This design comes from an exercise in tuning for small area, a short achievable clock period and few clock cycles per item on the open sky130 flow, not from production work. Function was checked by simulation only, so behaviour that the tests miss may differ from the original.

==> flow/flow/run.sh <==
#!/bin/bash
bash standard.sh SETUP_SLACK_MARGIN=6 \
    "BUFFER_PORTS_ARGS=-buffer_cell sky130_fd_sc_hd__buf_2" \
    finish > standard.log 2>&1
==> flow/standard.sh <==
#!/bin/bash
# synth_recipe.tcl (not shown) runs the flow's synth.tcl, then flattens the netlist and writes it again
# the make line also repeats each setting of config.mk as NAME=value (left out here)
make -C /OpenROAD-flow-scripts/flow DESIGN_CONFIG=/design/flow/config.mk WORK_HOME=/design/flow/orfs CLKGATE_MAP_FILE= SYNTH_SCRIPT=/design/flow/synth_recipe.tcl "${@:-finish}"
==> flow/config.mk <==
export PLATFORM = sky130hd
export DESIGN_NAME = flow_hash
export DESIGN_NICKNAME = flow_hash
export VERILOG_FILES = /design/flow/design.v
export SDC_FILE = /design/flow/constraint.sdc
export NUM_CORES = 4
export LEC_CHECK = 0
export CAP_MARGIN = 20
export CORE_MARGIN = 2
export CORE_UTILIZATION = 45
export SETUP_SLACK_MARGIN = 5
export SLEW_MARGIN = 20
export SYNTH_HIERARCHICAL = 1
export SYNTH_MINIMUM_KEEP_SIZE = 0
==> flow/constraint.sdc <==
create_clock -name core_clock -period 11.0 [get_ports {clk}]
set_input_delay 2.2000 -clock core_clock [delete_from_list [all_inputs] [get_ports {clk}]]
set_output_delay 2.2000 -clock core_clock [all_outputs]
set_load 0.01 [all_outputs]
==> flow/design.v <==
module flow_hash (
    input  wire         clk,
    input  wire         rst,
    input  wire [63:0]  hash_key0,
    input  wire [63:0]  hash_key1,
    input  wire [4:0]   bucket_bits,
    input  wire         in_valid,
    output wire         in_ready,
    input  wire         in_ipv6,
    input  wire         in_sym,
    input  wire [7:0]   in_proto,
    input  wire [15:0]  in_zone,
    input  wire [15:0]  in_sport,
    input  wire [15:0]  in_dport,
    input  wire [127:0] in_saddr,
    input  wire [127:0] in_daddr,
    output wire         out_valid,
    input  wire         out_ready,
    output wire [63:0]  out_hash,
    output wire [3:0]   out_shard,
    output wire [21:0]  out_bucket,
    output wire [15:0]  out_group,
    output wire         out_key_swap
);
    reg          busy;            
    reg  [3:0]   cnt;             
    reg          ipv6;
    reg          key_swap;
    reg          seen;            
    reg          swap_pre;        
    reg  [63:0]  v0, v1, v2, v3;
    reg  [63:0]  s1, s2, s3, s4;  
    reg  [63:0]  mw;              
    reg          pend;
    reg          res_full;
    reg  [63:0]  res_hash;
    reg          res_swap;
    reg  [21:0]  bmask;
    reg          last;            
    reg          rdy;             
    function [1:0] cmp128(input [127:0] a, input [127:0] b);
        reg [127:0] g, e;
        integer n, i;
        begin
            g = a & ~b;
            e = ~(a ^ b);
            for (n = 64; n >= 1; n = n / 2)
                for (i = 0; i < n; i = i + 1) begin
                    g[i] = g[2*i+1] | (e[2*i+1] & g[2*i]);
                    e[i] = e[2*i+1] & e[2*i];
                end
            cmp128 = {g[0], e[0]};
        end
    endfunction
    function [63:0] bswap(input [63:0] d);
        bswap = {d[7:0], d[15:8], d[23:16], d[31:24],
                 d[39:32], d[47:40], d[55:48], d[63:56]};
    endfunction
    wire [1:0] c_hi = cmp128({32'd0, in_saddr[127:32]}, {32'd0, in_daddr[127:32]});
    wire [1:0] c_lo = cmp128({96'd0, in_saddr[31:0]}, {96'd0, in_daddr[31:0]});
    wire [1:0] c_pt = cmp128({112'd0, in_sport}, {112'd0, in_dport});
    wire lo_gt  = c_lo[1] || (c_lo[0] && c_pt[1]);    
    wire src_gt = in_ipv6 ? (c_hi[1] || (c_hi[0] && lo_gt)) : lo_gt;
    wire swap   = swap_pre;
    wire [15:0]  kp_s = swap ? in_dport : in_sport;
    wire [15:0]  kp_d = swap ? in_sport : in_dport;
    wire [63:0] m0_new = bswap({in_ipv6 ? 8'h06 : 8'h04, in_proto, in_zone, kp_s, kp_d});
    wire [63:0] sa_hi  = bswap(in_saddr[127:64]);
    wire [63:0] sa_lo  = bswap(in_saddr[63:0]);
    wire [63:0] da_hi  = bswap(in_daddr[127:64]);
    wire [63:0] da_lo  = bswap(in_daddr[63:0]);
    wire [3:0]  last_cnt = ipv6 ? 4'd15 : 4'd9;
    wire [3:0]  fin_cnt  = ipv6 ? 4'd12 : 4'd6;
    wire        odd_comp = cnt[0] && (cnt < fin_cnt);   
    wire        pre_fin  = cnt == fin_cnt - 4'd1;       
    wire [2:0]  nw = cnt[3:1] + 3'd1;
    reg  [63:0] m_next;
    always @(*) begin
        m_next = 64'd0;
        if (ipv6) begin
            case (nw)
            3'd1: m_next = key_swap ? s3 : s1;
            3'd2: m_next = key_swap ? s4 : s2;
            3'd3: m_next = key_swap ? s1 : s3;
            3'd4: m_next = key_swap ? s2 : s4;
            3'd5: m_next = {8'd40, 56'd0};
            default: m_next = 64'd0;
            endcase
        end else begin
            case (nw)
            3'd1: m_next = key_swap ? {s2[63:32], s4[63:32]} : {s4[63:32], s2[63:32]};
            3'd2: m_next = {8'd16, 56'd0};
            default: m_next = 64'd0;
            endcase
        end
    end
    wire [63:0] n0, n1, n2, n3, nh;
    sip_round u_round (
        .v0_i(v0), .v1_i(v1), .v2_i(v2), .v3_i(v3),
        .x0(odd_comp ? mw : 64'd0),
        .x2({56'd0, {8{pre_fin}}}),
        .x3(odd_comp ? m_next : 64'd0),
        .init(init),
        .k0(hash_key0 ^ 64'h736f6d6570736575),
        .k1(hash_key1 ^ 64'h646f72616e646f6d),
        .k2(hash_key0 ^ 64'h6c7967656e657261),
        .k3(hash_key1 ^ 64'h7465646279746573 ^ m0_new),
        .v0_o(n0), .v1_o(n1), .v2_o(n2), .v3_o(n3), .h_o(nh)
    );
    wire   finish  = last && !res_full;
    wire   park    = last && res_full;
    wire   init    = !busy || last;
    assign in_ready = rdy;
    wire   accept  = in_valid && rdy;
    wire   take    = out_valid && out_ready;
    wire   seen_n     = in_valid && !accept;
    wire   busy_n     = init ? accept : 1'b1;
    wire   pend_n     = park || (pend && !(take && !res_full));
    wire   res_full_n = finish || (res_full && !out_ready);
    wire   last_n     = busy && !last && (cnt == last_cnt - 4'd1);
    wire   rdy_n      = seen_n && !pend_n && (!busy_n || (last_n && !res_full_n));
    always @(posedge clk) begin
        v0 <= n0;
        v1 <= n1;
        v2 <= n2;
        v3 <= n3;
        cnt <= init ? 4'd0 : cnt + 4'd1;
        if (rdy) begin
            s1 <= sa_hi;
            s2 <= sa_lo;
            s3 <= da_hi;
            s4 <= da_lo;
            ipv6 <= in_ipv6;
            key_swap <= swap;
        end
        if (park)
            mw <= nh;
        else if (rdy)
            mw <= m0_new;
        else if (busy && cnt[0])
            mw <= m_next;
        if (finish) begin
            res_hash <= nh;
            res_swap <= key_swap;
        end
        swap_pre <= in_sym && src_gt;
        bmask <= (bucket_bits >= 5'd22) ? 22'h3fffff : ((22'd1 << bucket_bits) - 22'd1);
        if (rst) begin
            busy <= 1'b0;
            res_full <= 1'b0;
            seen <= 1'b0;
            pend <= 1'b0;
            last <= 1'b0;
            rdy <= 1'b0;
        end else begin
            seen <= seen_n;
            busy <= busy_n;
            pend <= pend_n;
            res_full <= res_full_n;
            last <= last_n;
            rdy <= rdy_n;
        end
    end
    wire [63:0] h = res_full ? res_hash : mw;
    assign out_valid    = res_full || pend;
    assign out_hash     = h;
    assign out_shard    = h[63:60];
    assign out_bucket   = h[21:0] & bmask;
    assign out_group    = out_bucket[15:0];
    assign out_key_swap = res_full ? res_swap : key_swap;
endmodule
module sip_round (
    input  wire [63:0] v0_i,
    input  wire [63:0] v1_i,
    input  wire [63:0] v2_i,
    input  wire [63:0] v3_i,
    input  wire [63:0] x0,
    input  wire [63:0] x2,
    input  wire [63:0] x3,
    input  wire        init,
    input  wire [63:0] k0,
    input  wire [63:0] k1,
    input  wire [63:0] k2,
    input  wire [63:0] k3,
    output wire [63:0] v0_o,
    output wire [63:0] v1_o,
    output wire [63:0] v2_o,
    output wire [63:0] v3_o,
    output wire [63:0] h_o
);
    wire [63:0] ga0, ta0, ga2, ta2, gb0, tb0, gb2, tb2, a0r, a1, a2, a3;
    wire [62:0] ca0, ca2, cb0, cb2;
    sr_pg     u_pg  (.v0(v0_i), .v1(v1_i), .v2(v2_i), .v3(v3_i),
                     .ga0(ga0), .ta0(ta0), .ga2(ga2), .ta2(ta2));
    add64_pfx u_ca0 (.g(ga0), .p(ta0), .c(ca0));
    add64_pfx u_ca2 (.g(ga2), .p(ta2), .c(ca2));
    sr_mid    u_mid (.v0(v0_i), .v1(v1_i), .v2(v2_i), .v3(v3_i), .ca0(ca0), .ca2(ca2),
                     .gb0(gb0), .tb0(tb0), .gb2(gb2), .tb2(tb2),
                     .a0r(a0r), .a1(a1), .a2(a2), .a3(a3));
    add64_pfx u_cb0 (.g(gb0), .p(tb0), .c(cb0));
    add64_pfx u_cb2 (.g(gb2), .p(tb2), .c(cb2));
    sr_post   u_post (.a0r(a0r), .cb0(cb0), .a2(a2), .cb2(cb2), .a1(a1), .a3(a3),
                      .x0(x0), .x2(x2), .x3(x3), .init(init),
                      .k0(k0), .k1(k1), .k2(k2), .k3(k3),
                      .v0(v0_o), .v1(v1_o), .v2(v2_o), .v3(v3_o), .h(h_o));
endmodule
module sr_pg (
    input  wire [63:0] v0,
    input  wire [63:0] v1,
    input  wire [63:0] v2,
    input  wire [63:0] v3,
    output wire [63:0] ga0,
    output wire [63:0] ta0,
    output wire [63:0] ga2,
    output wire [63:0] ta2
);
    assign ga0 = v0 & v1;
    assign ta0 = v0 | v1;
    assign ga2 = v2 & v3;
    assign ta2 = v2 | v3;
endmodule
module sr_mid (
    input  wire [63:0] v0,
    input  wire [63:0] v1,
    input  wire [63:0] v2,
    input  wire [63:0] v3,
    input  wire [62:0] ca0,
    input  wire [62:0] ca2,
    output wire [63:0] gb0,
    output wire [63:0] tb0,
    output wire [63:0] gb2,
    output wire [63:0] tb2,
    output wire [63:0] a0r,
    output wire [63:0] a1,
    output wire [63:0] a2,
    output wire [63:0] a3
);
    localparam [62:0] INV = 63'h55555555ffff55f6;
    wire [63:0] a0  = v0 ^ v1 ^ {ca0 ^ INV, 1'b0};
    assign a2  = v2 ^ v3 ^ {ca2 ^ INV, 1'b0};
    assign a0r = {a0[31:0], a0[63:32]};
    assign a1  = {v1[50:0], v1[63:51]} ^ a0;
    assign a3  = {v3[47:0], v3[63:48]} ^ a2;
    assign gb0 = a0r & a3;
    assign tb0 = a0r | a3;
    assign gb2 = a2 & a1;
    assign tb2 = a2 | a1;
endmodule
module sr_post (
    input  wire [63:0] a0r,
    input  wire [62:0] cb0,
    input  wire [63:0] a2,
    input  wire [62:0] cb2,
    input  wire [63:0] a1,
    input  wire [63:0] a3,
    input  wire [63:0] x0,
    input  wire [63:0] x2,
    input  wire [63:0] x3,
    input  wire        init,
    input  wire [63:0] k0,
    input  wire [63:0] k1,
    input  wire [63:0] k2,
    input  wire [63:0] k3,
    output wire [63:0] v0,
    output wire [63:0] v1,
    output wire [63:0] v2,
    output wire [63:0] v3,
    output wire [63:0] h
);
    localparam [62:0] INV = 63'h55555555ffff55f6;
    wire [63:0] b0  = a0r ^ a3 ^ {cb0 ^ INV, 1'b0};
    wire [63:0] b2  = a2 ^ a1 ^ {cb2 ^ INV, 1'b0};
    wire [63:0] a1r = {a1[46:0], a1[63:47]};              
    wire [63:0] a3r = {a3[42:0], a3[63:43]};              
    wire [63:0] b2r = {b2[31:0], b2[63:32]};              
    assign v0 = init ? k0 : b0 ^ x0;
    assign v1 = init ? k1 : a1r ^ b2;
    assign v2 = init ? k2 : b2r ^ x2;
    assign v3 = init ? k3 : a3r ^ b0 ^ x3;
    assign h  = a1r ^ a3r ^ b2 ^ b2r;
endmodule
module add64_pfx (
    input  wire [63:0] g,
    input  wire [63:0] p,
    output wire [62:0] c
);
    wire [31:0] g1;
    wire [30:0] q1;
    add64_pfx_l0 u_l0 (.gi({g[63], g[61], g[59], g[57], g[55], g[53], g[51], g[49], g[47], g[45], g[43], g[41], g[39], g[37], g[35], g[33], g[31], g[29], g[27], g[25], g[23], g[21], g[19], g[17], g[15], g[13], g[11], g[9], g[7], g[5], g[3], g[1]}), .pi({p[63], p[61], p[59], p[57], p[55], p[53], p[51], p[49], p[47], p[45], p[43], p[41], p[39], p[37], p[35], p[33], p[31], p[29], p[27], p[25], p[23], p[21], p[19], p[17], p[15], p[13], p[11], p[9], p[7], p[5], p[3], p[1]}), .gj({g[62], g[60], g[58], g[56], g[54], g[52], g[50], g[48], g[46], g[44], g[42], g[40], g[38], g[36], g[34], g[32], g[30], g[28], g[26], g[24], g[22], g[20], g[18], g[16], g[14], g[12], g[10], g[8], g[6], g[4], g[2], g[0]}), .go(g1), .pa({p[63], p[61], p[59], p[57], p[55], p[53], p[51], p[49], p[47], p[45], p[43], p[41], p[39], p[37], p[35], p[33], p[31], p[29], p[27], p[25], p[23], p[21], p[19], p[17], p[15], p[13], p[11], p[9], p[7], p[5], p[3]}), .pb({p[62], p[60], p[58], p[56], p[54], p[52], p[50], p[48], p[46], p[44], p[42], p[40], p[38], p[36], p[34], p[32], p[30], p[28], p[26], p[24], p[22], p[20], p[18], p[16], p[14], p[12], p[10], p[8], p[6], p[4], p[2]}), .po(q1));
    wire [30:0] g2;
    wire [29:0] q2;
    add64_pfx_l1 u_l1 (.gi({g1[31], g1[30], g1[29], g1[28], g1[27], g1[26], g1[25], g1[24], g1[23], g1[22], g1[21], g1[20], g1[19], g1[18], g1[17], g1[16], g1[15], g1[14], g1[13], g1[12], g1[11], g1[10], g1[9], g1[8], g1[7], g1[6], g1[5], g1[4], g1[3], g1[2], g1[1]}), .pi({q1[30], q1[29], q1[28], q1[27], q1[26], q1[25], q1[24], q1[23], q1[22], q1[21], q1[20], q1[19], q1[18], q1[17], q1[16], q1[15], q1[14], q1[13], q1[12], q1[11], q1[10], q1[9], q1[8], q1[7], q1[6], q1[5], q1[4], q1[3], q1[2], q1[1], q1[0]}), .gj({g1[30], g1[29], g1[28], g1[27], g1[26], g1[25], g1[24], g1[23], g1[22], g1[21], g1[20], g1[19], g1[18], g1[17], g1[16], g1[15], g1[14], g1[13], g1[12], g1[11], g1[10], g1[9], g1[8], g1[7], g1[6], g1[5], g1[4], g1[3], g1[2], g1[1], g1[0]}), .go(g2), .pa({q1[30], q1[29], q1[28], q1[27], q1[26], q1[25], q1[24], q1[23], q1[22], q1[21], q1[20], q1[19], q1[18], q1[17], q1[16], q1[15], q1[14], q1[13], q1[12], q1[11], q1[10], q1[9], q1[8], q1[7], q1[6], q1[5], q1[4], q1[3], q1[2], q1[1]}), .pb({q1[29], q1[28], q1[27], q1[26], q1[25], q1[24], q1[23], q1[22], q1[21], q1[20], q1[19], q1[18], q1[17], q1[16], q1[15], q1[14], q1[13], q1[12], q1[11], q1[10], q1[9], q1[8], q1[7], q1[6], q1[5], q1[4], q1[3], q1[2], q1[1], q1[0]}), .po(q2));
    wire [29:0] g3;
    wire [27:0] q3;
    add64_pfx_l2 u_l2 (.gi({g2[30], g2[29], g2[28], g2[27], g2[26], g2[25], g2[24], g2[23], g2[22], g2[21], g2[20], g2[19], g2[18], g2[17], g2[16], g2[15], g2[14], g2[13], g2[12], g2[11], g2[10], g2[9], g2[8], g2[7], g2[6], g2[5], g2[4], g2[3], g2[2], g2[1]}), .pi({q2[29], q2[28], q2[27], q2[26], q2[25], q2[24], q2[23], q2[22], q2[21], q2[20], q2[19], q2[18], q2[17], q2[16], q2[15], q2[14], q2[13], q2[12], q2[11], q2[10], q2[9], q2[8], q2[7], q2[6], q2[5], q2[4], q2[3], q2[2], q2[1], q2[0]}), .gj({g2[28], g2[27], g2[26], g2[25], g2[24], g2[23], g2[22], g2[21], g2[20], g2[19], g2[18], g2[17], g2[16], g2[15], g2[14], g2[13], g2[12], g2[11], g2[10], g2[9], g2[8], g2[7], g2[6], g2[5], g2[4], g2[3], g2[2], g2[1], g2[0], g1[0]}), .go(g3), .pa({q2[29], q2[28], q2[27], q2[26], q2[25], q2[24], q2[23], q2[22], q2[21], q2[20], q2[19], q2[18], q2[17], q2[16], q2[15], q2[14], q2[13], q2[12], q2[11], q2[10], q2[9], q2[8], q2[7], q2[6], q2[5], q2[4], q2[3], q2[2]}), .pb({q2[27], q2[26], q2[25], q2[24], q2[23], q2[22], q2[21], q2[20], q2[19], q2[18], q2[17], q2[16], q2[15], q2[14], q2[13], q2[12], q2[11], q2[10], q2[9], q2[8], q2[7], q2[6], q2[5], q2[4], q2[3], q2[2], q2[1], q2[0]}), .po(q3));
    wire [27:0] g4;
    wire [23:0] q4;
    add64_pfx_l3 u_l3 (.gi({g3[29], g3[28], g3[27], g3[26], g3[25], g3[24], g3[23], g3[22], g3[21], g3[20], g3[19], g3[18], g3[17], g3[16], g3[15], g3[14], g3[13], g3[12], g3[11], g3[10], g3[9], g3[8], g3[7], g3[6], g3[5], g3[4], g3[3], g3[2]}), .pi({q3[27], q3[26], q3[25], q3[24], q3[23], q3[22], q3[21], q3[20], q3[19], q3[18], q3[17], q3[16], q3[15], q3[14], q3[13], q3[12], q3[11], q3[10], q3[9], q3[8], q3[7], q3[6], q3[5], q3[4], q3[3], q3[2], q3[1], q3[0]}), .gj({g3[25], g3[24], g3[23], g3[22], g3[21], g3[20], g3[19], g3[18], g3[17], g3[16], g3[15], g3[14], g3[13], g3[12], g3[11], g3[10], g3[9], g3[8], g3[7], g3[6], g3[5], g3[4], g3[3], g3[2], g3[1], g3[0], g2[0], g1[0]}), .go(g4), .pa({q3[27], q3[26], q3[25], q3[24], q3[23], q3[22], q3[21], q3[20], q3[19], q3[18], q3[17], q3[16], q3[15], q3[14], q3[13], q3[12], q3[11], q3[10], q3[9], q3[8], q3[7], q3[6], q3[5], q3[4]}), .pb({q3[23], q3[22], q3[21], q3[20], q3[19], q3[18], q3[17], q3[16], q3[15], q3[14], q3[13], q3[12], q3[11], q3[10], q3[9], q3[8], q3[7], q3[6], q3[5], q3[4], q3[3], q3[2], q3[1], q3[0]}), .po(q4));
    wire [23:0] g5;
    wire [15:0] q5;
    add64_pfx_l4 u_l4 (.gi({g4[27], g4[26], g4[25], g4[24], g4[23], g4[22], g4[21], g4[20], g4[19], g4[18], g4[17], g4[16], g4[15], g4[14], g4[13], g4[12], g4[11], g4[10], g4[9], g4[8], g4[7], g4[6], g4[5], g4[4]}), .pi({q4[23], q4[22], q4[21], q4[20], q4[19], q4[18], q4[17], q4[16], q4[15], q4[14], q4[13], q4[12], q4[11], q4[10], q4[9], q4[8], q4[7], q4[6], q4[5], q4[4], q4[3], q4[2], q4[1], q4[0]}), .gj({g4[19], g4[18], g4[17], g4[16], g4[15], g4[14], g4[13], g4[12], g4[11], g4[10], g4[9], g4[8], g4[7], g4[6], g4[5], g4[4], g4[3], g4[2], g4[1], g4[0], g3[1], g3[0], g2[0], g1[0]}), .go(g5), .pa({q4[23], q4[22], q4[21], q4[20], q4[19], q4[18], q4[17], q4[16], q4[15], q4[14], q4[13], q4[12], q4[11], q4[10], q4[9], q4[8]}), .pb({q4[15], q4[14], q4[13], q4[12], q4[11], q4[10], q4[9], q4[8], q4[7], q4[6], q4[5], q4[4], q4[3], q4[2], q4[1], q4[0]}), .po(q5));
    wire [15:0] g6;
    add64_pfx_l5 u_l5 (.gi({g5[23], g5[22], g5[21], g5[20], g5[19], g5[18], g5[17], g5[16], g5[15], g5[14], g5[13], g5[12], g5[11], g5[10], g5[9], g5[8]}), .pi({q5[15], q5[14], q5[13], q5[12], q5[11], q5[10], q5[9], q5[8], q5[7], q5[6], q5[5], q5[4], q5[3], q5[2], q5[1], q5[0]}), .gj({g5[7], g5[6], g5[5], g5[4], g5[3], g5[2], g5[1], g5[0], g4[3], g4[2], g4[1], g4[0], g3[1], g3[0], g2[0], g1[0]}), .go(g6));
    wire [30:0] g7;
    add64_pfx_l6 u_l6 (.gi({g[62], g[60], g[58], g[56], g[54], g[52], g[50], g[48], g[46], g[44], g[42], g[40], g[38], g[36], g[34], g[32], g[30], g[28], g[26], g[24], g[22], g[20], g[18], g[16], g[14], g[12], g[10], g[8], g[6], g[4], g[2]}), .pi({p[62], p[60], p[58], p[56], p[54], p[52], p[50], p[48], p[46], p[44], p[42], p[40], p[38], p[36], p[34], p[32], p[30], p[28], p[26], p[24], p[22], p[20], p[18], p[16], p[14], p[12], p[10], p[8], p[6], p[4], p[2]}), .gj({g6[14], g6[13], g6[12], g6[11], g6[10], g6[9], g6[8], g6[7], g6[6], g6[5], g6[4], g6[3], g6[2], g6[1], g6[0], g5[7], g5[6], g5[5], g5[4], g5[3], g5[2], g5[1], g5[0], g4[3], g4[2], g4[1], g4[0], g3[1], g3[0], g2[0], g1[0]}), .go(g7));
    assign c = {g7[30], g6[14], g7[29], g6[13], g7[28], g6[12], g7[27], g6[11], g7[26], g6[10], g7[25], g6[9], g7[24], g6[8], g7[23], g6[7], g7[22], g6[6], g7[21], g6[5], g7[20], g6[4], g7[19], g6[3], g7[18], g6[2], g7[17], g6[1], g7[16], g6[0], g7[15], g5[7], g7[14], g5[6], g7[13], g5[5], g7[12], g5[4], g7[11], g5[3], g7[10], g5[2], g7[9], g5[1], g7[8], g5[0], g7[7], g4[3], g7[6], g4[2], g7[5], g4[1], g7[4], g4[0], g7[3], g3[1], g7[2], g3[0], g7[1], g2[0], g7[0], g1[0], g[0]};
endmodule
module add64_pfx_l0 (
    input  wire [31:0] gi,
    input  wire [31:0] pi,
    input  wire [31:0] gj,
    input  wire [30:0] pa,
    input  wire [30:0] pb,
    output wire [30:0] po,
    output wire [31:0] go
);
    assign go[0] = ~(gi[0] | (pi[0] & gj[0]));
    assign go[1] = ~(gi[1] | (pi[1] & gj[1]));
    assign go[2] = ~(gi[2] | (pi[2] & gj[2]));
    assign go[3] = ~(gi[3] | (pi[3] & gj[3]));
    assign go[4] = ~(gi[4] | (pi[4] & gj[4]));
    assign go[5] = ~(gi[5] | (pi[5] & gj[5]));
    assign go[6] = ~(gi[6] | (pi[6] & gj[6]));
    assign go[7] = ~(gi[7] | (pi[7] & gj[7]));
    assign go[8] = ~(gi[8] | (pi[8] & gj[8]));
    assign go[9] = ~(gi[9] | (pi[9] & gj[9]));
    assign go[10] = ~(gi[10] | (pi[10] & gj[10]));
    assign go[11] = ~(gi[11] | (pi[11] & gj[11]));
    assign go[12] = ~(gi[12] | (pi[12] & gj[12]));
    assign go[13] = ~(gi[13] | (pi[13] & gj[13]));
    assign go[14] = ~(gi[14] | (pi[14] & gj[14]));
    assign go[15] = ~(gi[15] | (pi[15] & gj[15]));
    assign go[16] = ~(gi[16] | (pi[16] & gj[16]));
    assign go[17] = ~(gi[17] | (pi[17] & gj[17]));
    assign go[18] = ~(gi[18] | (pi[18] & gj[18]));
    assign go[19] = ~(gi[19] | (pi[19] & gj[19]));
    assign go[20] = ~(gi[20] | (pi[20] & gj[20]));
    assign go[21] = ~(gi[21] | (pi[21] & gj[21]));
    assign go[22] = ~(gi[22] | (pi[22] & gj[22]));
    assign go[23] = ~(gi[23] | (pi[23] & gj[23]));
    assign go[24] = ~(gi[24] | (pi[24] & gj[24]));
    assign go[25] = ~(gi[25] | (pi[25] & gj[25]));
    assign go[26] = ~(gi[26] | (pi[26] & gj[26]));
    assign go[27] = ~(gi[27] | (pi[27] & gj[27]));
    assign go[28] = ~(gi[28] | (pi[28] & gj[28]));
    assign go[29] = ~(gi[29] | (pi[29] & gj[29]));
    assign go[30] = ~(gi[30] | (pi[30] & gj[30]));
    assign go[31] = ~(gi[31] | (pi[31] & gj[31]));
    assign po[0] = ~(pa[0] & pb[0]);
    assign po[1] = ~(pa[1] & pb[1]);
    assign po[2] = ~(pa[2] & pb[2]);
    assign po[3] = ~(pa[3] & pb[3]);
    assign po[4] = ~(pa[4] & pb[4]);
    assign po[5] = ~(pa[5] & pb[5]);
    assign po[6] = ~(pa[6] & pb[6]);
    assign po[7] = ~(pa[7] & pb[7]);
    assign po[8] = ~(pa[8] & pb[8]);
    assign po[9] = ~(pa[9] & pb[9]);
    assign po[10] = ~(pa[10] & pb[10]);
    assign po[11] = ~(pa[11] & pb[11]);
    assign po[12] = ~(pa[12] & pb[12]);
    assign po[13] = ~(pa[13] & pb[13]);
    assign po[14] = ~(pa[14] & pb[14]);
    assign po[15] = ~(pa[15] & pb[15]);
    assign po[16] = ~(pa[16] & pb[16]);
    assign po[17] = ~(pa[17] & pb[17]);
    assign po[18] = ~(pa[18] & pb[18]);
    assign po[19] = ~(pa[19] & pb[19]);
    assign po[20] = ~(pa[20] & pb[20]);
    assign po[21] = ~(pa[21] & pb[21]);
    assign po[22] = ~(pa[22] & pb[22]);
    assign po[23] = ~(pa[23] & pb[23]);
    assign po[24] = ~(pa[24] & pb[24]);
    assign po[25] = ~(pa[25] & pb[25]);
    assign po[26] = ~(pa[26] & pb[26]);
    assign po[27] = ~(pa[27] & pb[27]);
    assign po[28] = ~(pa[28] & pb[28]);
    assign po[29] = ~(pa[29] & pb[29]);
    assign po[30] = ~(pa[30] & pb[30]);
endmodule
module add64_pfx_l1 (
    input  wire [30:0] gi,
    input  wire [30:0] pi,
    input  wire [30:0] gj,
    input  wire [29:0] pa,
    input  wire [29:0] pb,
    output wire [29:0] po,
    output wire [30:0] go
);
    assign go[0] = (~gi[0] | (~pi[0] & ~gj[0]));
    assign go[1] = (~gi[1] | (~pi[1] & ~gj[1]));
    assign go[2] = (~gi[2] | (~pi[2] & ~gj[2]));
    assign go[3] = (~gi[3] | (~pi[3] & ~gj[3]));
    assign go[4] = (~gi[4] | (~pi[4] & ~gj[4]));
    assign go[5] = (~gi[5] | (~pi[5] & ~gj[5]));
    assign go[6] = (~gi[6] | (~pi[6] & ~gj[6]));
    assign go[7] = (~gi[7] | (~pi[7] & ~gj[7]));
    assign go[8] = (~gi[8] | (~pi[8] & ~gj[8]));
    assign go[9] = (~gi[9] | (~pi[9] & ~gj[9]));
    assign go[10] = (~gi[10] | (~pi[10] & ~gj[10]));
    assign go[11] = (~gi[11] | (~pi[11] & ~gj[11]));
    assign go[12] = (~gi[12] | (~pi[12] & ~gj[12]));
    assign go[13] = (~gi[13] | (~pi[13] & ~gj[13]));
    assign go[14] = (~gi[14] | (~pi[14] & ~gj[14]));
    assign go[15] = (~gi[15] | (~pi[15] & ~gj[15]));
    assign go[16] = (~gi[16] | (~pi[16] & ~gj[16]));
    assign go[17] = (~gi[17] | (~pi[17] & ~gj[17]));
    assign go[18] = (~gi[18] | (~pi[18] & ~gj[18]));
    assign go[19] = (~gi[19] | (~pi[19] & ~gj[19]));
    assign go[20] = (~gi[20] | (~pi[20] & ~gj[20]));
    assign go[21] = (~gi[21] | (~pi[21] & ~gj[21]));
    assign go[22] = (~gi[22] | (~pi[22] & ~gj[22]));
    assign go[23] = (~gi[23] | (~pi[23] & ~gj[23]));
    assign go[24] = (~gi[24] | (~pi[24] & ~gj[24]));
    assign go[25] = (~gi[25] | (~pi[25] & ~gj[25]));
    assign go[26] = (~gi[26] | (~pi[26] & ~gj[26]));
    assign go[27] = (~gi[27] | (~pi[27] & ~gj[27]));
    assign go[28] = (~gi[28] | (~pi[28] & ~gj[28]));
    assign go[29] = (~gi[29] | (~pi[29] & ~gj[29]));
    assign go[30] = (~gi[30] | (~pi[30] & ~gj[30]));
    assign po[0] = (~pa[0] & ~pb[0]);
    assign po[1] = (~pa[1] & ~pb[1]);
    assign po[2] = (~pa[2] & ~pb[2]);
    assign po[3] = (~pa[3] & ~pb[3]);
    assign po[4] = (~pa[4] & ~pb[4]);
    assign po[5] = (~pa[5] & ~pb[5]);
    assign po[6] = (~pa[6] & ~pb[6]);
    assign po[7] = (~pa[7] & ~pb[7]);
    assign po[8] = (~pa[8] & ~pb[8]);
    assign po[9] = (~pa[9] & ~pb[9]);
    assign po[10] = (~pa[10] & ~pb[10]);
    assign po[11] = (~pa[11] & ~pb[11]);
    assign po[12] = (~pa[12] & ~pb[12]);
    assign po[13] = (~pa[13] & ~pb[13]);
    assign po[14] = (~pa[14] & ~pb[14]);
    assign po[15] = (~pa[15] & ~pb[15]);
    assign po[16] = (~pa[16] & ~pb[16]);
    assign po[17] = (~pa[17] & ~pb[17]);
    assign po[18] = (~pa[18] & ~pb[18]);
    assign po[19] = (~pa[19] & ~pb[19]);
    assign po[20] = (~pa[20] & ~pb[20]);
    assign po[21] = (~pa[21] & ~pb[21]);
    assign po[22] = (~pa[22] & ~pb[22]);
    assign po[23] = (~pa[23] & ~pb[23]);
    assign po[24] = (~pa[24] & ~pb[24]);
    assign po[25] = (~pa[25] & ~pb[25]);
    assign po[26] = (~pa[26] & ~pb[26]);
    assign po[27] = (~pa[27] & ~pb[27]);
    assign po[28] = (~pa[28] & ~pb[28]);
    assign po[29] = (~pa[29] & ~pb[29]);
endmodule
module add64_pfx_l2 (
    input  wire [29:0] gi,
    input  wire [29:0] pi,
    input  wire [29:0] gj,
    input  wire [27:0] pa,
    input  wire [27:0] pb,
    output wire [27:0] po,
    output wire [29:0] go
);
    assign go[0] = ~(gi[0] | (pi[0] & ~gj[0]));
    assign go[1] = ~(gi[1] | (pi[1] & gj[1]));
    assign go[2] = ~(gi[2] | (pi[2] & gj[2]));
    assign go[3] = ~(gi[3] | (pi[3] & gj[3]));
    assign go[4] = ~(gi[4] | (pi[4] & gj[4]));
    assign go[5] = ~(gi[5] | (pi[5] & gj[5]));
    assign go[6] = ~(gi[6] | (pi[6] & gj[6]));
    assign go[7] = ~(gi[7] | (pi[7] & gj[7]));
    assign go[8] = ~(gi[8] | (pi[8] & gj[8]));
    assign go[9] = ~(gi[9] | (pi[9] & gj[9]));
    assign go[10] = ~(gi[10] | (pi[10] & gj[10]));
    assign go[11] = ~(gi[11] | (pi[11] & gj[11]));
    assign go[12] = ~(gi[12] | (pi[12] & gj[12]));
    assign go[13] = ~(gi[13] | (pi[13] & gj[13]));
    assign go[14] = ~(gi[14] | (pi[14] & gj[14]));
    assign go[15] = ~(gi[15] | (pi[15] & gj[15]));
    assign go[16] = ~(gi[16] | (pi[16] & gj[16]));
    assign go[17] = ~(gi[17] | (pi[17] & gj[17]));
    assign go[18] = ~(gi[18] | (pi[18] & gj[18]));
    assign go[19] = ~(gi[19] | (pi[19] & gj[19]));
    assign go[20] = ~(gi[20] | (pi[20] & gj[20]));
    assign go[21] = ~(gi[21] | (pi[21] & gj[21]));
    assign go[22] = ~(gi[22] | (pi[22] & gj[22]));
    assign go[23] = ~(gi[23] | (pi[23] & gj[23]));
    assign go[24] = ~(gi[24] | (pi[24] & gj[24]));
    assign go[25] = ~(gi[25] | (pi[25] & gj[25]));
    assign go[26] = ~(gi[26] | (pi[26] & gj[26]));
    assign go[27] = ~(gi[27] | (pi[27] & gj[27]));
    assign go[28] = ~(gi[28] | (pi[28] & gj[28]));
    assign go[29] = ~(gi[29] | (pi[29] & gj[29]));
    assign po[0] = ~(pa[0] & pb[0]);
    assign po[1] = ~(pa[1] & pb[1]);
    assign po[2] = ~(pa[2] & pb[2]);
    assign po[3] = ~(pa[3] & pb[3]);
    assign po[4] = ~(pa[4] & pb[4]);
    assign po[5] = ~(pa[5] & pb[5]);
    assign po[6] = ~(pa[6] & pb[6]);
    assign po[7] = ~(pa[7] & pb[7]);
    assign po[8] = ~(pa[8] & pb[8]);
    assign po[9] = ~(pa[9] & pb[9]);
    assign po[10] = ~(pa[10] & pb[10]);
    assign po[11] = ~(pa[11] & pb[11]);
    assign po[12] = ~(pa[12] & pb[12]);
    assign po[13] = ~(pa[13] & pb[13]);
    assign po[14] = ~(pa[14] & pb[14]);
    assign po[15] = ~(pa[15] & pb[15]);
    assign po[16] = ~(pa[16] & pb[16]);
    assign po[17] = ~(pa[17] & pb[17]);
    assign po[18] = ~(pa[18] & pb[18]);
    assign po[19] = ~(pa[19] & pb[19]);
    assign po[20] = ~(pa[20] & pb[20]);
    assign po[21] = ~(pa[21] & pb[21]);
    assign po[22] = ~(pa[22] & pb[22]);
    assign po[23] = ~(pa[23] & pb[23]);
    assign po[24] = ~(pa[24] & pb[24]);
    assign po[25] = ~(pa[25] & pb[25]);
    assign po[26] = ~(pa[26] & pb[26]);
    assign po[27] = ~(pa[27] & pb[27]);
endmodule
module add64_pfx_l3 (
    input  wire [27:0] gi,
    input  wire [27:0] pi,
    input  wire [27:0] gj,
    input  wire [23:0] pa,
    input  wire [23:0] pb,
    output wire [23:0] po,
    output wire [27:0] go
);
    assign go[0] = (~gi[0] | (~pi[0] & ~gj[0]));
    assign go[1] = (~gi[1] | (~pi[1] & gj[1]));
    assign go[2] = (~gi[2] | (~pi[2] & ~gj[2]));
    assign go[3] = (~gi[3] | (~pi[3] & ~gj[3]));
    assign go[4] = (~gi[4] | (~pi[4] & ~gj[4]));
    assign go[5] = (~gi[5] | (~pi[5] & ~gj[5]));
    assign go[6] = (~gi[6] | (~pi[6] & ~gj[6]));
    assign go[7] = (~gi[7] | (~pi[7] & ~gj[7]));
    assign go[8] = (~gi[8] | (~pi[8] & ~gj[8]));
    assign go[9] = (~gi[9] | (~pi[9] & ~gj[9]));
    assign go[10] = (~gi[10] | (~pi[10] & ~gj[10]));
    assign go[11] = (~gi[11] | (~pi[11] & ~gj[11]));
    assign go[12] = (~gi[12] | (~pi[12] & ~gj[12]));
    assign go[13] = (~gi[13] | (~pi[13] & ~gj[13]));
    assign go[14] = (~gi[14] | (~pi[14] & ~gj[14]));
    assign go[15] = (~gi[15] | (~pi[15] & ~gj[15]));
    assign go[16] = (~gi[16] | (~pi[16] & ~gj[16]));
    assign go[17] = (~gi[17] | (~pi[17] & ~gj[17]));
    assign go[18] = (~gi[18] | (~pi[18] & ~gj[18]));
    assign go[19] = (~gi[19] | (~pi[19] & ~gj[19]));
    assign go[20] = (~gi[20] | (~pi[20] & ~gj[20]));
    assign go[21] = (~gi[21] | (~pi[21] & ~gj[21]));
    assign go[22] = (~gi[22] | (~pi[22] & ~gj[22]));
    assign go[23] = (~gi[23] | (~pi[23] & ~gj[23]));
    assign go[24] = (~gi[24] | (~pi[24] & ~gj[24]));
    assign go[25] = (~gi[25] | (~pi[25] & ~gj[25]));
    assign go[26] = (~gi[26] | (~pi[26] & ~gj[26]));
    assign go[27] = (~gi[27] | (~pi[27] & ~gj[27]));
    assign po[0] = (~pa[0] & ~pb[0]);
    assign po[1] = (~pa[1] & ~pb[1]);
    assign po[2] = (~pa[2] & ~pb[2]);
    assign po[3] = (~pa[3] & ~pb[3]);
    assign po[4] = (~pa[4] & ~pb[4]);
    assign po[5] = (~pa[5] & ~pb[5]);
    assign po[6] = (~pa[6] & ~pb[6]);
    assign po[7] = (~pa[7] & ~pb[7]);
    assign po[8] = (~pa[8] & ~pb[8]);
    assign po[9] = (~pa[9] & ~pb[9]);
    assign po[10] = (~pa[10] & ~pb[10]);
    assign po[11] = (~pa[11] & ~pb[11]);
    assign po[12] = (~pa[12] & ~pb[12]);
    assign po[13] = (~pa[13] & ~pb[13]);
    assign po[14] = (~pa[14] & ~pb[14]);
    assign po[15] = (~pa[15] & ~pb[15]);
    assign po[16] = (~pa[16] & ~pb[16]);
    assign po[17] = (~pa[17] & ~pb[17]);
    assign po[18] = (~pa[18] & ~pb[18]);
    assign po[19] = (~pa[19] & ~pb[19]);
    assign po[20] = (~pa[20] & ~pb[20]);
    assign po[21] = (~pa[21] & ~pb[21]);
    assign po[22] = (~pa[22] & ~pb[22]);
    assign po[23] = (~pa[23] & ~pb[23]);
endmodule
module add64_pfx_l4 (
    input  wire [23:0] gi,
    input  wire [23:0] pi,
    input  wire [23:0] gj,
    input  wire [15:0] pa,
    input  wire [15:0] pb,
    output wire [15:0] po,
    output wire [23:0] go
);
    assign go[0] = ~(gi[0] | (pi[0] & ~gj[0]));
    assign go[1] = ~(gi[1] | (pi[1] & gj[1]));
    assign go[2] = ~(gi[2] | (pi[2] & ~gj[2]));
    assign go[3] = ~(gi[3] | (pi[3] & ~gj[3]));
    assign go[4] = ~(gi[4] | (pi[4] & gj[4]));
    assign go[5] = ~(gi[5] | (pi[5] & gj[5]));
    assign go[6] = ~(gi[6] | (pi[6] & gj[6]));
    assign go[7] = ~(gi[7] | (pi[7] & gj[7]));
    assign go[8] = ~(gi[8] | (pi[8] & gj[8]));
    assign go[9] = ~(gi[9] | (pi[9] & gj[9]));
    assign go[10] = ~(gi[10] | (pi[10] & gj[10]));
    assign go[11] = ~(gi[11] | (pi[11] & gj[11]));
    assign go[12] = ~(gi[12] | (pi[12] & gj[12]));
    assign go[13] = ~(gi[13] | (pi[13] & gj[13]));
    assign go[14] = ~(gi[14] | (pi[14] & gj[14]));
    assign go[15] = ~(gi[15] | (pi[15] & gj[15]));
    assign go[16] = ~(gi[16] | (pi[16] & gj[16]));
    assign go[17] = ~(gi[17] | (pi[17] & gj[17]));
    assign go[18] = ~(gi[18] | (pi[18] & gj[18]));
    assign go[19] = ~(gi[19] | (pi[19] & gj[19]));
    assign go[20] = ~(gi[20] | (pi[20] & gj[20]));
    assign go[21] = ~(gi[21] | (pi[21] & gj[21]));
    assign go[22] = ~(gi[22] | (pi[22] & gj[22]));
    assign go[23] = ~(gi[23] | (pi[23] & gj[23]));
    assign po[0] = ~(pa[0] & pb[0]);
    assign po[1] = ~(pa[1] & pb[1]);
    assign po[2] = ~(pa[2] & pb[2]);
    assign po[3] = ~(pa[3] & pb[3]);
    assign po[4] = ~(pa[4] & pb[4]);
    assign po[5] = ~(pa[5] & pb[5]);
    assign po[6] = ~(pa[6] & pb[6]);
    assign po[7] = ~(pa[7] & pb[7]);
    assign po[8] = ~(pa[8] & pb[8]);
    assign po[9] = ~(pa[9] & pb[9]);
    assign po[10] = ~(pa[10] & pb[10]);
    assign po[11] = ~(pa[11] & pb[11]);
    assign po[12] = ~(pa[12] & pb[12]);
    assign po[13] = ~(pa[13] & pb[13]);
    assign po[14] = ~(pa[14] & pb[14]);
    assign po[15] = ~(pa[15] & pb[15]);
endmodule
module add64_pfx_l5 (
    input  wire [15:0] gi,
    input  wire [15:0] pi,
    input  wire [15:0] gj,
    output wire [15:0] go
);
    assign go[0] = (~gi[0] | (~pi[0] & ~gj[0]));
    assign go[1] = (~gi[1] | (~pi[1] & gj[1]));
    assign go[2] = (~gi[2] | (~pi[2] & ~gj[2]));
    assign go[3] = (~gi[3] | (~pi[3] & ~gj[3]));
    assign go[4] = (~gi[4] | (~pi[4] & gj[4]));
    assign go[5] = (~gi[5] | (~pi[5] & gj[5]));
    assign go[6] = (~gi[6] | (~pi[6] & gj[6]));
    assign go[7] = (~gi[7] | (~pi[7] & gj[7]));
    assign go[8] = (~gi[8] | (~pi[8] & ~gj[8]));
    assign go[9] = (~gi[9] | (~pi[9] & ~gj[9]));
    assign go[10] = (~gi[10] | (~pi[10] & ~gj[10]));
    assign go[11] = (~gi[11] | (~pi[11] & ~gj[11]));
    assign go[12] = (~gi[12] | (~pi[12] & ~gj[12]));
    assign go[13] = (~gi[13] | (~pi[13] & ~gj[13]));
    assign go[14] = (~gi[14] | (~pi[14] & ~gj[14]));
    assign go[15] = (~gi[15] | (~pi[15] & ~gj[15]));
endmodule
module add64_pfx_l6 (
    input  wire [30:0] gi,
    input  wire [30:0] pi,
    input  wire [30:0] gj,
    output wire [30:0] go
);
    assign go[0] = ~(gi[0] | (pi[0] & ~gj[0]));
    assign go[1] = ~(gi[1] | (pi[1] & gj[1]));
    assign go[2] = ~(gi[2] | (pi[2] & ~gj[2]));
    assign go[3] = ~(gi[3] | (pi[3] & ~gj[3]));
    assign go[4] = ~(gi[4] | (pi[4] & gj[4]));
    assign go[5] = ~(gi[5] | (pi[5] & gj[5]));
    assign go[6] = ~(gi[6] | (pi[6] & gj[6]));
    assign go[7] = ~(gi[7] | (pi[7] & gj[7]));
    assign go[8] = ~(gi[8] | (pi[8] & ~gj[8]));
    assign go[9] = ~(gi[9] | (pi[9] & ~gj[9]));
    assign go[10] = ~(gi[10] | (pi[10] & ~gj[10]));
    assign go[11] = ~(gi[11] | (pi[11] & ~gj[11]));
    assign go[12] = ~(gi[12] | (pi[12] & ~gj[12]));
    assign go[13] = ~(gi[13] | (pi[13] & ~gj[13]));
    assign go[14] = ~(gi[14] | (pi[14] & ~gj[14]));
    assign go[15] = ~(gi[15] | (pi[15] & ~gj[15]));
    assign go[16] = ~(gi[16] | (pi[16] & gj[16]));
    assign go[17] = ~(gi[17] | (pi[17] & gj[17]));
    assign go[18] = ~(gi[18] | (pi[18] & gj[18]));
    assign go[19] = ~(gi[19] | (pi[19] & gj[19]));
    assign go[20] = ~(gi[20] | (pi[20] & gj[20]));
    assign go[21] = ~(gi[21] | (pi[21] & gj[21]));
    assign go[22] = ~(gi[22] | (pi[22] & gj[22]));
    assign go[23] = ~(gi[23] | (pi[23] & gj[23]));
    assign go[24] = ~(gi[24] | (pi[24] & gj[24]));
    assign go[25] = ~(gi[25] | (pi[25] & gj[25]));
    assign go[26] = ~(gi[26] | (pi[26] & gj[26]));
    assign go[27] = ~(gi[27] | (pi[27] & gj[27]));
    assign go[28] = ~(gi[28] | (pi[28] & gj[28]));
    assign go[29] = ~(gi[29] | (pi[29] & gj[29]));
    assign go[30] = ~(gi[30] | (pi[30] & gj[30]));
endmodule
module byte_rev64 (
    input  wire [63:0] d,
    output wire [63:0] q
);
    assign q = {d[7:0], d[15:8], d[23:16], d[31:24],
                d[39:32], d[47:40], d[55:48], d[63:56]};
endmodule
==> flow_summary_export.csv, run 1 <==
group,metric,value,unit
outcome,status,"finished clean",
flow_run,max_cap_viol_count,0,
floorplan,die_h,349.1,um
layout,fillers,10560,
floorplan,dieWidth,349.1,um
timing,setup_violations,0,
global_route,grt_pass1_wl,365500,um
placement,dp_hpwl,232900,um
clock_tree,cts-root-buf,"clkbuf_16",
placement,numPortBuffers,559,
layout,regArea,17610,um^2
clock_tree,cts_tree,"yes",
setup_path,crit_buf_inv,0,
global_route,antenna_found_initial,37,
timing,setup_tns,0,ns
placement,routabilityCongestion,1.079,
clock_tree,clk_pin_slew,0.06,ns
detailed_routing,viasPerCell,5.870,
floorplan,io_pins,560,
worst_hold_path,min_path_type,"flip-flop to flip-flop",
layout,area_growth_syn_to_layout,27.39,%
floorplan,core.rowCount,126,
clock_tree,h-tree-depth,3,
clock_tree,cts_made_buffers,84,
setup_path,worstSetupEndpointType,"flip-flop",
floorplan,die-area,121900,um^2
detailed_routing,first_iter_violations,5552,
detailed_routing,wl,277100,um
clock_tree,clockBufferDepth,3,
layout,final_util,0.5781,
global_route,grt_max_degree,160,
layout,nets,7230,
clock_tree,clock_latency,0.72,ns
clock_tree,clock_sinks,675,
synth,syn_area,53590,um^2
global_route,track_usage,0.4413,
floorplan,core,118100,um^2
setup_path,crit_arrival,5.61,ns
detailed_routing,wl_per_cell,33.54,um
timing,fmax,193.1,MHz
detailed_routing,final_antenna_net_count,0,
layout,multi_input_area,38680,um^2
synth,synthCells,5891,
detailed_routing,drc,0,
floorplan,start_util,0.4538,
timing,finClkSkew,0.04659,ns
setup_path,cp_cell_sequence,"or2_1, nand2_1, nor2_2, nand2_1, nor2_1, nand2_1, o21ai_4, a21oi_1, xor3_2, xor2_4, nand2_1, nand2_2, nor2_4, nand2_1, nor2_4, nand2_1, o21ai_4, a21oi_2, xnor3_2, xnor2_4, xnor2_2, nand2_1, o31ai_2",
setup_path,crit_family,"simple AND/OR/NAND/NOR gates",
detailed_routing,drtPass1Iterations,6,
setup_path,worstSetupPathType,"flip-flop to flip-flop",
setup_path,worstSetupStartpointType,"flip-flop",
timing,post-route-min-period,5.177,ns
detailed_routing,vias,48490,
synth,synth.avg_cell_area,9.096,um^2
setup_path,required,11.43,ns
timing,maxSlewHeadroom,0.2061,
setup_path,slowest_delay,0.52,ns
setup_path,critPathMostFrequentCell,"nand2_1",
setup_path,path_max_fanout,4,
clock_tree,postCtsHoldBufs,0,
timing,worst_slew_pin_slew,1.191,ns
timing,slew_viol_final,0,
timing,hold_ws,0.5019,ns
timing,min_period_over_period,0.4707,
synth,ys_warn_count,7,
global_route,first_global_vias,45470,
layout,layout-drive-gt1-share,0.3713,
global_route,grt_remaining_overflow,0,
setup_path,worst_path_max_delay_cell,"dfxtp_2",
timing,hold_viol,0,
timing,rsz0062_at_grt,"yes",
==> worst min-delay path, delay by kind of cell (launching register included) <==
family | cells | cell delay (ns)
AND/OR/NAND/NOR | 1 | 0.06
AO/OA/AOI/OAI | 1 | 0.06
flip-flops | 1 | 0.33
==> state kept, by name (all words and copies together), names as in the netlist <==
name,cells
pend,1
v3,64
v1,64
res_swap,1
s4,64
res_full,1
swap_pre,1
v2,64
bmask,22
res_hash,64
busy,1
s3,64
s1,64
cnt,4
v0,64
rdy,1
s2,64
last,1
key_swap,1
mw,64
ipv6,1
==> per-stage QoR <==
stage / area, um^2 / cells / worst slack (ns)
floorplan: 53800 / 5946 / 6.112
global placement: 57950 / 7879 / 3.824
detailed placement: 57960 / 7880 / 3.907
CTS: 65000 / 8155 / 5.928
global route: 68230 / 8245 / 5.761
finish: 68260 / 8260 / 5.823
==> cells in the final DEF (no fill, tap or decap), drive strengths merged, types with 4 or more instances in the layout <==
master and n:
bufinv 8, inv 586, nand2b 9, xnor2 422, dfxtp 288, clkinvlp 5
nand2 759, clkbuf 104, xor3 84, o22ai 4, ha 147, nor2 445
and2 218, o22a 5, nor2b 48, buf 799, or2 127, a211oi 8
a221oi 90, o21ai 597, nand3 12, mux2 199, diode 21, edfxtp 387
o31ai 28, conb 56, mux2i 39, nor3 14, xor2 249, clkinv 37
o21a 4, a21oi 584, a22oi 75, xnor3 169, nor4 4, nand4 28
a21o 23
==> what timing repair did <==
action,in CTS,in global routing
buffers inserted,118,84
resized for setup,690,552
endpoints found under the setup margin,420,267
pin swaps,113,154
==> final cells by class <==
cell class / count / share of cell area
repair buffers: 799 / 0.07260
clock inverters: 53 / 0.008560
multi-input cells: 4489 / 0.5667
clock buffers: 104 / 0.03325
flip-flops and latches: 675 / 0.2579
inverters: 583 / 0.03206
well taps: 1536 / 0.02815
diodes: 21 / 0.0007698
==> per-layer routing <==
metal	share of wire	GRT usage	routed length, um	vias up
li1	-	-	-	21470
met1	0.38	0.5469	105800	23710
met5	0.00066	0	184	-
met3	0.11	0.1367	30430	584
met2	0.42	0.6542	117200	2700
met4	0.085	0.3067	23450	30
==> final timing paths <==
kind,startpoint,end,slack (ns),cells past startpoint
max,v1[52],mw[31],5.82,23
max reg2reg,v1[52],mw[31],5.82,23
min,pend,pend,0.50,2
min reg2reg,pend,pend,0.50,2
Testbench counts, summed over its fixed seeds: cycles 37,616, items 3,200.
==> run 2: changes to the inputs <==
==> flow/flow/run.sh (replaced) <==
#!/bin/bash
bash standard.sh SETUP_SLACK_MARGIN=6 \
    "BUFFER_PORTS_ARGS=-buffer_cell sky130_fd_sc_hd__buf_1" \
    finish > standard.log 2>&1
--- a/flow/config.mk
+++ b/flow/config.mk
@@ -8,6 +8,8 @@
 export CAP_MARGIN = 20
 export CORE_MARGIN = 2
 export CORE_UTILIZATION = 45
+export CTS_BUF_LIST = sky130_fd_sc_hd__clkbuf_8
+export CTS_CLUSTER_SIZE = 20
 export SETUP_SLACK_MARGIN = 5
 export SLEW_MARGIN = 20
 export SYNTH_HIERARCHICAL = 1
==> run 2 against run 1 <==
Compared with the run above:
- count of clock-buffer cells in the layout increased by 41
- still clean
- worst hold slack got worse by 0.016 ns
- first-iteration DRC count increased by 13%
- clock skew increased by 0.023 ns
- utilization decreased by 0.42 points
==> flow_summary_export.csv, run 2 <==
group,metric,value,unit
outcome,status,"finished clean",
layout,fin_cells,8367,
layout,regArea,17600,um^2
detailed_routing,vias,49200,
synth,synth.avg_cell_area,9.096,um^2
clock_tree,clockBufferDepth,3,
clock_tree,cts-root-buf,"clkbuf_8",
timing,hold_ws,0.4858,ns
layout,nets,7314,
setup_path,path_max_fanout,4,
timing,post-route-min-period,5.142,ns
floorplan,core.rowCount,126,
flow_run,max_cap_viol_count,0,
timing,rsz0062_at_grt,"yes",
placement,dp_hpwl,230500,um
global_route,grt_max_degree,227,
timing,setup_ws,5.858,ns
clock_tree,h-tree-depth,4,
detailed_routing,viasPerCell,5.880,
synth,ys_warn_count,7,
setup_path,worstSetupEndpointType,"flip-flop",
layout,fillers,10670,
clock_tree,clock_sinks,675,
timing,min_period_over_period,0.4674,
clock_tree,clock_latency,0.87,ns
detailed_routing,final_antenna_net_count,0,
worst_hold_path,worstHoldStart,"pend",
worst_hold_path,min_path_type,"flip-flop to flip-flop",
layout,layout-drive-gt1-share,0.3001,
layout,area_growth_syn_to_layout,26.46,%
layout,final_common_cell,"nand2_1",
detailed_routing,wl,276700,um
setup_path,required,11.57,ns
timing,setup_tns,0,ns
detailed_routing,drc,0,
global_route,track_usage,0.4396,
layout,final_util,0.5739,
timing,worst_slew_pin_slew,1.251,ns
floorplan,dieWidth,349.1,um
detailed_routing,drtPass1Iterations,7,
synth,synthCells,5891,
setup_path,reg2reg_setup_slack,5.86,ns
placement,place_inst,7889,
layout,final_cell_mix,"nand2_1, inv_1, buf_1",
detailed_routing,first_iter_violations,6256,
floorplan,die-area,121900,um^2
global_route,grt_remaining_overflow,0,
layout,multi_input_area,38910,um^2
clock_tree,clk_pin_slew,0.06,ns
worst_hold_path,hold_path_end,"pend",
placement,routabilityCongestion,1.091,
setup_path,crit_arrival,5.71,ns
clock_tree,cts_tree,"yes",
placement,place_area,57350,um^2
timing,slew_viol_final,0,
setup_path,timing.rr.end,"mw[27]",
floorplan,core,118100,um^2
setup_path,worstSetupStartpointType,"flip-flop",
timing,maxSlewHeadroom,0.1660,
timing,hold_viol,0,
floorplan,start_util,0.4538,
clock_tree,cts_made_buffers,132,
setup_path,rr_worst_depth,25,
detailed_routing,wl_per_cell,33.06,um
placement,pre_cts_ws,3.926,ns
layout,design_area,67760,um^2
global_route,grt_pass1_wl,364000,um
timing,finClkSkew,0.06948,ns
timing,fmax,194.5,MHz
setup_path,worstSetupPathType,"flip-flop to flip-flop",
synth,syn_area,53590,um^2
global_route,antenna_found_initial,30,
global_route,first_global_vias,45920,
floorplan,die_h,349.1,um
timing,setup_violations,0,
placement,numPortBuffers,559,
worst_hold_path,holdPathStages,2,
floorplan,io_pins,560,
setup_path,reg2reg_from,"v1[21]",
run 2: layer usage:
| layer | vias up | wire [um] | GRT usage |
|---|---|---|---|
| met5 | - | 276 | 0 |
| met4 | 34 | 22530 | 0.2936 |
| met3 | 713 | 31370 | 0.1373 |
| met2 | 2896 | 118000 | 0.6589 |
| met1 | 23910 | 104500 | 0.5425 |
| li1 | 21650 | - | - |
run 2: cell type report:
type	count	area share
Antenna cell	10	0.0003693
Clock buffer	145	0.02945
Clock inverter	94	0.008069
Inverter	583	0.03229
Multi-Input combinational cell	4489	0.5743
Sequential cell	675	0.2598
Tap cell	1536	0.02836
Timing Repair Buffer	835	0.06741
run 2: critical path, cell delays in order (launching register included):
cell and delay [ns]:
dfxtp_2 0.39, or2_1 0.30, a21oi_4 0.28, o21ai_4 0.11, a21oi_2 0.18, buf_4 0.14
o21ai_2 0.08, a21oi_2 0.22, o21ai_4 0.15, a21oi_2 0.15, xor3_2 0.32, xor2_4 0.27
nand2_4 0.10, a21oi_4 0.32, o21ai_2 0.15, a21oi_2 0.22, o21ai_2 0.11, a21oi_2 0.16
o21ai_2 0.11, a21oi_2 0.16, xnor3_2 0.33, xnor2_4 0.16, buf_12 0.15, xnor2_4 0.15
nand2_1 0.08, o21ai_1 0.06
run 2: worst max-delay path by stage:
stage | start | end | slack, ns | cells after the start
after global placement | v1[0] | mw[23] | 3.84 | 24
final | v1[21] | mw[27] | 5.86 | 25
after CTS | v0[7] | mw[5] | 5.92 | 23
after detailed placement | v1[0] | mw[23] | 3.93 | 24
after floorplan | rdy | mw[0] | 6.11 | 5
after global routing | v1[19] | mw[27] | 5.77 | 25
run 2: what timing repair did:
| item | in CTS | in global routing |
|---|---|---|
| endpoints found under the setup margin | 391 | 286 |
| gates resized for setup | 692 | 601 |
| setup buffers | 125 | 102 |
| pin swaps | 117 | 199 |
| hold buffers | 0 | 0 |
==> run 3: changes to the inputs <==
--- a/flow/design.v
+++ b/flow/design.v
@@ -199,9 +199,11 @@
                      .a0r(a0r), .a1(a1), .a2(a2), .a3(a3));
     add64_pfx u_cb0 (.g(gb0), .p(tb0), .c(cb0));
     add64_pfx u_cb2 (.g(gb2), .p(tb2), .c(cb2));
-    sr_post   u_post (.a0r(a0r), .cb0(cb0), .a2(a2), .cb2(cb2), .a1(a1), .a3(a3),
-                      .x0(x0), .x2(x2), .x3(x3), .init(init),
-                      .k0(k0), .k1(k1), .k2(k2), .k3(k3),
+    wire [63:0] e0, e1, e2, e3, eh;
+    sr_early  u_early (.a0r(a0r), .a1(a1), .a2(a2), .a3(a3), .x0(x0), .x2(x2), .x3(x3),
+                       .e0(e0), .e1(e1), .e2(e2), .e3(e3), .eh(eh));
+    sr_post   u_post (.cb0(cb0), .cb2(cb2), .e0(e0), .e1(e1), .e2(e2), .e3(e3), .eh(eh),
+                      .init(init), .k0(k0), .k1(k1), .k2(k2), .k3(k3),
                       .v0(v0_o), .v1(v1_o), .v2(v2_o), .v3(v3_o), .h(h_o));
 endmodule
 module sr_pg (
@@ -246,16 +248,39 @@
     assign gb2 = a2 & a1;
     assign tb2 = a2 | a1;
 endmodule
-module sr_post (
+module sr_early (
     input  wire [63:0] a0r,
-    input  wire [62:0] cb0,
-    input  wire [63:0] a2,
-    input  wire [62:0] cb2,
     input  wire [63:0] a1,
+    input  wire [63:0] a2,
     input  wire [63:0] a3,
     input  wire [63:0] x0,
     input  wire [63:0] x2,
     input  wire [63:0] x3,
+    output wire [63:0] e0,
+    output wire [63:0] e1,
+    output wire [63:0] e2,
+    output wire [63:0] e3,
+    output wire [63:0] eh
+);
+    wire [63:0] pb0 = a0r ^ a3;
+    wire [63:0] pb2 = a2 ^ a1;
+    wire [63:0] a1r = {a1[46:0], a1[63:47]};              
+    wire [63:0] a3r = {a3[42:0], a3[63:43]};              
+    wire [63:0] pbr = {pb2[31:0], pb2[63:32]};            
+    assign e0 = pb0 ^ x0;
+    assign e1 = a1r ^ pb2;
+    assign e2 = pbr ^ x2;
+    assign e3 = a3r ^ pb0 ^ x3;
+    assign eh = a1r ^ a3r ^ pb2 ^ pbr;
+endmodule
+module sr_post (
+    input  wire [62:0] cb0,
+    input  wire [62:0] cb2,
+    input  wire [63:0] e0,
+    input  wire [63:0] e1,
+    input  wire [63:0] e2,
+    input  wire [63:0] e3,
+    input  wire [63:0] eh,
     input  wire        init,
     input  wire [63:0] k0,
     input  wire [63:0] k1,
@@ -268,16 +293,14 @@
     output wire [63:0] h
 );
     localparam [62:0] INV = 63'h55555555ffff55f6;
-    wire [63:0] b0  = a0r ^ a3 ^ {cb0 ^ INV, 1'b0};
-    wire [63:0] b2  = a2 ^ a1 ^ {cb2 ^ INV, 1'b0};
-    wire [63:0] a1r = {a1[46:0], a1[63:47]};              
-    wire [63:0] a3r = {a3[42:0], a3[63:43]};              
-    wire [63:0] b2r = {b2[31:0], b2[63:32]};              
-    assign v0 = init ? k0 : b0 ^ x0;
-    assign v1 = init ? k1 : a1r ^ b2;
-    assign v2 = init ? k2 : b2r ^ x2;
-    assign v3 = init ? k3 : a3r ^ b0 ^ x3;
-    assign h  = a1r ^ a3r ^ b2 ^ b2r;
+    wire [63:0] c0  = {cb0 ^ INV, 1'b0};
+    wire [63:0] c2  = {cb2 ^ INV, 1'b0};
+    wire [63:0] c2r = {c2[31:0], c2[63:32]};
+    assign v0 = init ? k0 : e0 ^ c0;
+    assign v1 = init ? k1 : e1 ^ c2;
+    assign v2 = init ? k2 : e2 ^ c2r;
+    assign v3 = init ? k3 : e3 ^ c0;
+    assign h  = eh ^ c2 ^ c2r;
 endmodule
 module add64_pfx (
     input  wire [63:0] g,
==> flow/flow/run.sh (replaced) <==
#!/bin/bash
bash standard.sh SETUP_SLACK_MARGIN=6 \
    "BUFFER_PORTS_ARGS=-buffer_cell sky130_fd_sc_hd__buf_2" \
    finish > standard.log 2>&1
--- a/flow/config.mk
+++ b/flow/config.mk
@@ -8,8 +8,6 @@
 export CAP_MARGIN = 20
 export CORE_MARGIN = 2
 export CORE_UTILIZATION = 45
-export CTS_BUF_LIST = sky130_fd_sc_hd__clkbuf_8
-export CTS_CLUSTER_SIZE = 20
 export SETUP_SLACK_MARGIN = 5
 export SLEW_MARGIN = 20
 export SYNTH_HIERARCHICAL = 1
==> run 3 against run 2 <==
Compared with the run above:
- design area rose by 1.2%
- utilization down 1.0 points
- die area increased by 3.0%
- sequential share of layout area is 0.44 points lower
- global-route usage fell by 1.4 points
- setup slack improved by 0.082 ns
- flip-flop and latch count is the same
==> flow_summary_export.csv, run 3 <==
group,metric,value,unit
outcome,status,"finished clean",
layout,design_area,68600,um^2
timing,fmax,197.7,MHz
placement,numPortBuffers,559,
floorplan,io_pins,560,
setup_path,worstSetupEndpointType,"flip-flop",
timing,finClkSkew,0.03954,ns
floorplan,die_h,354.3,um
setup_path,rr_worst_depth,24,
layout,fin_cells,8549,
synth,syn_area,55220,um^2
global_route,grt_max_degree,207,
clock_tree,clk_pin_slew,0.06,ns
setup_path,worstSetupPathType,"flip-flop to flip-flop",
timing,rsz0062_at_grt,"yes",
setup_path,worstSetupStartpointType,"flip-flop",
setup_path,crit_arrival,5.45,ns
floorplan,start_util,0.4536,
global_route,grt_pass1_wl,367000,um
timing,hold_viol,0,
global_route,grt_remaining_overflow,0,
clock_tree,clockBufferDepth,3,
timing,maxSlewHeadroom,0.1519,
detailed_routing,final_antenna_net_count,0,
detailed_routing,vias,49140,
layout,nets,7428,
placement,routabilityCongestion,1.135,
timing,post-route-min-period,5.059,ns
detailed_routing,wl,276600,um
layout,area_growth_syn_to_layout,24.24,%
setup_path,cp.depth,24,
flow_run,max_cap_viol_count,0,
clock_tree,cts_tree,"yes",
setup_path,cp_cell_sequence,"or2_4, nand2_1, nor2_1, nand2_1, nor2_1, nand2_1, o21ai_4, a21oi_2, xor3_2, xor2_4, nand2_1, a21oi_4, buf_4, o21ai_1, a21oi_2, o21ai_1, a21oi_2, o21ai_4, buf_12, a21oi_4, xnor2_2, xnor2_1, nor2_1, a21oi_1",
clock_tree,clock_latency,0.71,ns
placement,place_area,59790,um^2
floorplan,die-area,125500,um^2
layout,final_common_cell,"nand2_1",
layout,final_util,0.5636,
global_route,track_usage,0.4258,
timing,worst_slew_pin_slew,1.272,ns
setup_path,slowest_delay,0.46,ns
timing,slew_viol_final,0,
timing,setup_tns,0,ns
floorplan,core.rowCount,128,
layout,final_cell_mix,"nand2_1, inv_1, buf_2",
setup_path,critPathMostFrequentCell,"nand2_1",
setup_path,worst_path_max_delay_cell,"xor3_2",
synth,synth.avg_cell_area,9.056,um^2
detailed_routing,first_iter_violations,5493,
setup_path,path_max_fanout,4,
floorplan,core,121700,um^2
placement,dp_hpwl,235300,um
synth,synthCells,6097,
detailed_routing,drtPass1Iterations,6,
global_route,first_global_vias,46200,
layout,layout-drive-gt1-share,0.3175,
detailed_routing,drc,0,
timing,setup_violations,0,
clock_tree,cts-root-buf,"clkbuf_16",
clock_tree,h-tree-depth,3,
setup_path,crit_buf_inv,2,
layout,fillers,11210,
setup_path,required,11.40,ns
detailed_routing,viasPerCell,5.748,
worst_hold_path,min_path_type,"flip-flop to flip-flop",
clock_tree,cts_made_buffers,83,
timing,min_period_over_period,0.4599,
floorplan,dieWidth,354.3,um
synth,ys_warn_count,7,
clock_tree,clock_sinks,675,
worst_hold_path,holdPathStages,2,
setup_path,crit_family,"compound AO/OA/AOI/OAI gates",
placement,place_inst,8205,
global_route,antenna_found_initial,45,
detailed_routing,wl_per_cell,32.36,um
## run 3: area by class of cell
| cell class | count | area (um^2) | share of cell area |
|---|---|---|---|
| flip-flops and latches | 675 | 17520 | 0.2554 |
| repair buffers | 771 | 4773 | 0.06958 |
| well taps | 1625 | 2033 | 0.02964 |
| clock inverters | 47 | 639.4 | 0.009320 |
| diodes | 23 | 57.56 | 0.0008390 |
| inverters | 598 | 2245 | 0.03272 |
| multi-input cells | 4701 | 39010 | 0.5687 |
| clock buffers | 109 | 2317 | 0.03378 |
## run 3: path summary, 6_finish.rpt
check / startpoint / to / slack (ns)
worst min register to register: pend / pend / 0.49
worst min-delay path: pend / pend / 0.49
worst max-delay path: v0[13] / mw[49] / 5.94
worst max register to register: v0[13] / mw[49] / 5.94
## run 3: metrics by stage
step	hold WS (ns)	setup slack [ns]
detailed placement	0.4747	3.580
global route	0.5367	5.842
finish	0.4942	5.941
floorplan	0.4064	6.382
global placement	0.4779	3.708
CTS	0.4870	6.000
## run 3: metal layers
metal / vias to the layer above / track usage / part of all wire / wire [um]
li1: 21830 / - / - / -
met1: 23960 / 0.5368 / 0.38 / 105600
met2: 2673 / 0.6542 / 0.43 / 119600
met3: 630 / 0.1075 / 0.11 / 29360
met4: 44 / 0.2651 / 0.079 / 21740
met5: - / 0 / 0.00094 / 261
## run 3: tightest hold or removal path, cell delays in order, from the launching register on
cell,delay (ns)
dfxtp_1,0.33
nand2_1,0.06
a21oi_1,0.05
## run 3: what timing repair did
item                                    in CTS  in global routing
gates resized for setup                    452                460
buffers inserted                            51                114
hold buffers                                 0                  0
pin swaps                                   37                107
endpoints found under the setup margin     383                177
hold endpoints to repair                     0                  0
Testbench counts of run 3, summed over its fixed seeds: cycles 37,616, items 3,200.

## what the ideal ports hide
How much do the figures lean on ideal ports? The routed layouts below were timed once more, with nothing changed but the port constraints.
Step 1 assumes that a clkbuf_16 drives the clock port and a buf_2 every other input.
Step 2 times the ports against the registers' clock, not the clock port: input delays grow and output delays shrink by t, the midpoint of the rising clock arrivals with the driver on.
Three values: ideal ports, drivers, drivers and shift; two values: the first two.
run | t (ns) | setup WS [ns] | worst setup path at the end | worst data-port slew with drivers (ns)
run 1 | 0.782 | 5.823 / 5.823 / 5.823 | register to register | 0.15
run 2 | 0.920 | 5.858 / 5.858 / 5.821 | input to register | 0.11
run 3 | 0.775 | 5.941 / 5.941 / 5.797 | input to register | 0.26
After both steps every run listed still meets setup and hold. For run 3, which loses most, drivers alone change the setup slack by 0.000 ns; drivers and shift together by -0.144 ns.
